This is an optimization exercise on Yosys and OpenROAD, whose aim is small area, a short achievable clock period and few clock cycles per item, not a production implementation. Function was checked by simulation only, so behaviour that the tests miss may differ from the original.

Setup of v16:
// chestnut_cordic
module chestnut_cordic (
    input  wire        clk,
    input  wire        rst,
    input  wire        in_valid,
    output wire        in_ready,
    input  wire [23:0] in_re,
    input  wire [23:0] in_im,
    input  wire [3:0]  in_ash,
    output reg         out_valid,
    output reg  [23:0] out_phase,
    output reg  [15:0] out_amp,
    output reg         out_sat
);
    assign in_ready = 1'b1;
    reg        v_in;
    reg [23:0] ar_in, ai_in;
    reg        sr_in, sg_in, si_in;
    reg [3:0]  ash_in;
    wire       in_sr = in_re[23], in_si = in_im[23];
    always @(posedge clk) begin
        v_in   <= in_valid & ~rst;
        ar_in  <= in_re ^ {24{in_sr}};                      
        ai_in  <= in_im ^ {24{in_si}};                      
        si_in  <= in_si;
        sr_in  <= in_sr;                                    
        sg_in  <= ~(in_sr ^ in_si) | (in_im == 24'd0);      
        ash_in <= in_ash;
    end
    wire [24:0] x1q;
    wire [24:0] y1q;
    wire [1:0] cx1 = {sr_in & si_in, sr_in ^ si_in};
    wire [1:0] cy1 = sg_in ? 2'd1 + si_in - sr_in : 2'd1 + sr_in - si_in;
  ...
==> flow/config.mk <==
export PLATFORM = sky130hd
export DESIGN_NAME = chestnut_cordic
export DESIGN_NICKNAME = chestnut_cordic
export VERILOG_FILES = /design/flow/design.v
export SDC_FILE = /design/flow/constraint.sdc
export NUM_CORES = 4
export LEC_CHECK = 0
export ABC_AREA = 1
export CAP_MARGIN = 20
export CORE_MARGIN = 2
export CORE_UTILIZATION = 65
export PLACE_DENSITY = 0.75
export SLEW_MARGIN = 20
==> flow/constraint.sdc <==
create_clock -name core_clock -period 12.0 [get_ports {clk}]
set_input_delay 2.4000 -clock core_clock [delete_from_list [all_inputs] [get_ports {clk}]]
set_output_delay 2.4000 -clock core_clock [all_outputs]
set_load 0.01 [all_outputs]
standard.sh (not shown) runs the stock make flow with config.mk's settings and CLKGATE_MAP_FILE= SYNTH_SCRIPT=/design/flow/synth_recipe.tcl, a recipe that flattens the netlist after the stock synthesis.
==> flow/flow/run.sh <==
#!/bin/bash
set -euo pipefail
MARGIN=8.4
SETUP_SLACK_MARGIN=$MARGIN MATCH_CELL_FOOTPRINT=0 bash standard.sh SETUP_SLACK_MARGIN=$MARGIN MATCH_CELL_FOOTPRINT=0 finish > standard_flow.log 2>&1
v16 did not stop at any stage, and its layout met the timing, DRC and antenna checks.
Testbench counts of v16, summed over its fixed seeds: cycles 12,200, items 12,000.
The inputs of v27 differ from those of v16 as listed below.
Settings: CTS_CLUSTER_SIZE now 30, previously not set; CORE_UTILIZATION now 75, was 65; PLACE_DENSITY now 0.85, was 0.75; CTS_CLUSTER_DIAMETER now 80, previously not set.
==> notes.md <==
- | height of the chip | v27 vs v16 | about 7% lower |
- v27 vs v16, timing endpoint of the critical path: q15_y[8] vs q14_x[22]
- Looking at critical path depth across v27 and v16, the one that comes out lower is v27.
- Per the comparison of v27 with v16, highest cell delay on the worst timing path grew by 110 ps, cell count has decreased, fraction of standard cell area in multi-input logic grew by 2.0 points, maximum frequency dropped about 5%.
- In the reports for v27 and v16, the larger number of buffer and inverter instances along the worst setup path belongs to v27.


chestnut_cordic again, from the RTL that the note above started with.
clock: 12.0 ns
lec_check: 0
cap_margin: 20
core_margin: 2
core_utilization: 65
cts_cluster_diameter: 80
cts_cluster_size: 30
place_density: 0.75
slew_margin: 20
==> flow/flow/run.sh <==
#!/bin/bash
set -euo pipefail
MARGIN=8.0
SETUP_SLACK_MARGIN=$MARGIN MATCH_CELL_FOOTPRINT=0 bash standard.sh SETUP_SLACK_MARGIN=$MARGIN MATCH_CELL_FOOTPRINT=0 finish > standard_flow.log 2>&1
The first run went through all stages and came out clean.
Testbench counts at the start, summed over its fixed seeds: cycles 12,200, items 12,000.
Change:
--- a/flow/flow/run.sh
+++ b/flow/flow/run.sh
@@ -3 +3 @@
-MARGIN=8.0
+MARGIN=9.2
- ABC_AREA: unset -> 1
=> The new run finished with capacitance limit, slew limit left; routed wire length grows by 39%; non-clock buffer count rises by 469; maximum frequency climbs by 20%; synthesized cell count increases by 21%.
Change:
==> flow/flow/run.sh (replaced) <==
#!/bin/bash
set -euo pipefail
MARGIN=8.0
SETUP_SLACK_MARGIN=$MARGIN bash standard.sh SETUP_SLACK_MARGIN=$MARGIN finish > standard_flow.log 2>&1
- ABC_AREA: 1 -> unset
- CTS_BUF_LIST: unset -> sky130_fd_sc_hd__clkbuf_4 sky130_fd_sc_hd__clkbuf_8
- CTS_CLUSTER_DIAMETER: 80 -> unset
- CTS_CLUSTER_SIZE: 30 -> unset
Effect: With this change the flow ran to the end with no violations. Sequential share of layout area grows by 3.5 points. Global-route usage decreases by 4.3 points. Die area is lower by 4.1%. Final area came out lower by 11%. Via count fell by 19%. Cell count came out lower by 16%. Clock-buffer cell count rose by 270. Flip-flop and latch count is unchanged. Register-to-register slack gets worse by 0.65 ns.
Change:
==> flow/flow/run.sh (replaced) <==
#!/bin/bash
set -euo pipefail
MARGIN=8.8
SETUP_SLACK_MARGIN=$MARGIN MATCH_CELL_FOOTPRINT=0 bash standard.sh SETUP_SLACK_MARGIN=$MARGIN MATCH_CELL_FOOTPRINT=0 finish > standard_flow.log 2>&1
- ABC_AREA: unset -> 1
- CTS_BUF_LIST: sky130_fd_sc_hd__clkbuf_4 sky130_fd_sc_hd__clkbuf_8 -> unset
- CTS_CLUSTER_DIAMETER: unset -> 80
- CTS_CLUSTER_SIZE: unset -> 30
After rerunning:
- sequential cell count does not change
- setup slack improved by 0.68 ns
- first-iteration DRC count rises by 39%
- clock skew came out lower by 0.027 ns
- cell area is higher by 4.2%
- worst hold slack improved by 0.017 ns
- clock-buffer cell count is lower by 274
- routed wire length rises by 19%


Starting RTL as in the previous note.
export LEC_CHECK = 0
export CAP_MARGIN = 20
export CORE_MARGIN = 2
export CORE_UTILIZATION = 65
export PLACE_DENSITY = 0.75
export SLEW_MARGIN = 20
create_clock -name core_clock -period 12.0 [get_ports {clk}]
==> flow/flow/run.sh <==
#!/bin/bash
set -euo pipefail
MARGIN=8.0
SETUP_SLACK_MARGIN=$MARGIN MATCH_CELL_FOOTPRINT=0 bash standard.sh SETUP_SLACK_MARGIN=$MARGIN MATCH_CELL_FOOTPRINT=0 finish > standard_flow.log 2>&1
The starting point completed without violations.
Testbench counts at the start, summed over its fixed seeds: cycles 12,200, items 12,000.
==> next run, changes <==
Settings changed: ABC_AREA set to 1, CTS_CLUSTER_DIAMETER set to 80, CTS_CLUSTER_SIZE set to 30.
Result: Worst setup slack improved by 0.46 ns; design area decreases by a few percent; core utilization decreases by 5.8 points; routed wire length increases by a few percent; final cell count climbs by roughly a tenth.
==> next run, changes <==
--- a/flow/flow/run.sh
+++ b/flow/flow/run.sh
@@ -3 +3 @@
-MARGIN=8.0
+MARGIN=8.3
Outcome: Synthesized area stays the same; clock-buffer cell count stays the same.
==> next run, changes <==
--- a/flow/flow/run.sh
+++ b/flow/flow/run.sh
@@ -3 +3 @@
-MARGIN=8.3
+MARGIN=8.6
What happened: The changed run ran to the end with no violations. Setup slack improved by 0.011 ns. Count of clock-buffer cells in the layout drops by 1. Cell area climbs by 3.0%. Routed wire length climbs by 5.2%. Die area does not change. Critical path depth stays the same. Synthesized cell count does not change. Core utilization climbs by 2.1 points. Flip-flop and latch count is unchanged. Synthesized area is unchanged.
==> next run, changes <==
==> flow/flow/run.sh (replaced) <==
#!/bin/bash
set -euo pipefail
MARGIN=8.0
SETUP_SLACK_MARGIN=$MARGIN bash standard.sh SETUP_SLACK_MARGIN=$MARGIN finish > standard_flow.log 2>&1
Settings changed: ABC_AREA 1 to not set, CTS_CLUSTER_DIAMETER 80 to not set, CTS_CLUSTER_SIZE 30 to not set.
First-iteration DRC count goes down by 36%.
Cell area goes down by 1.5%.
Worst setup slack gets worse by 0.73 ns.
Sequential cell count stays the same.
Clock-buffer cell count goes up by 126.

## re-timing with driven ports
Ports are ideal in the flow. The routed layouts listed here were re-timed in OpenROAD. Step 1, drivers: a clkbuf_16 drives clk and a buf_2 each remaining input, both assumed. Step 2 moves the port delays by t, midway between the first and last clock arrival at a register: inputs arrive t later, outputs are due t later. That takes back most of the time a late clock gives input paths. a / b / c = no drivers / after step 1 / after step 2; a / b = the first two.
| run | t (ns) | slack for setup (ns) | worst setup path at the end |
|---|---|---|---|
| v16 | 0.852 | 8.366 / 8.306 / 8.094 | input to register |
| v27 | 0.746 | 8.185 / 8.185 / 8.182 | input to register |
| the first run of note 2 | 0.760 | 7.561 / 7.561 / 7.561 | register to register |
| the second run of note 2 | 0.784 | 8.295 / 8.295 / 8.295 | register to register |
| the third run of note 2 | 0.999 | 7.645 / 7.645 / 7.645 | register to register |
| the fourth run of note 2 | 0.770 | 8.321 / 8.321 / 8.213 | input to register |
| the first run of note 3 | 0.841 | 7.598 / 7.598 / 7.598 | register to register |
| the second run of note 3 | 0.758 | 8.060 / 7.990 / 8.094 | input to register |
| the third run of note 3 | 0.767 | 8.411 / 8.335 / 8.151 | input to register |
| the fourth run of note 3 | 0.776 | 8.422 / 8.343 / 8.202 | input to register |
| the fifth run of note 3 | 0.839 | 7.690 / 7.690 / 7.690 | register to register |
The setup slack of v16, which loses most, moves by -0.060 ns with the drivers and by -0.272 ns with both steps.
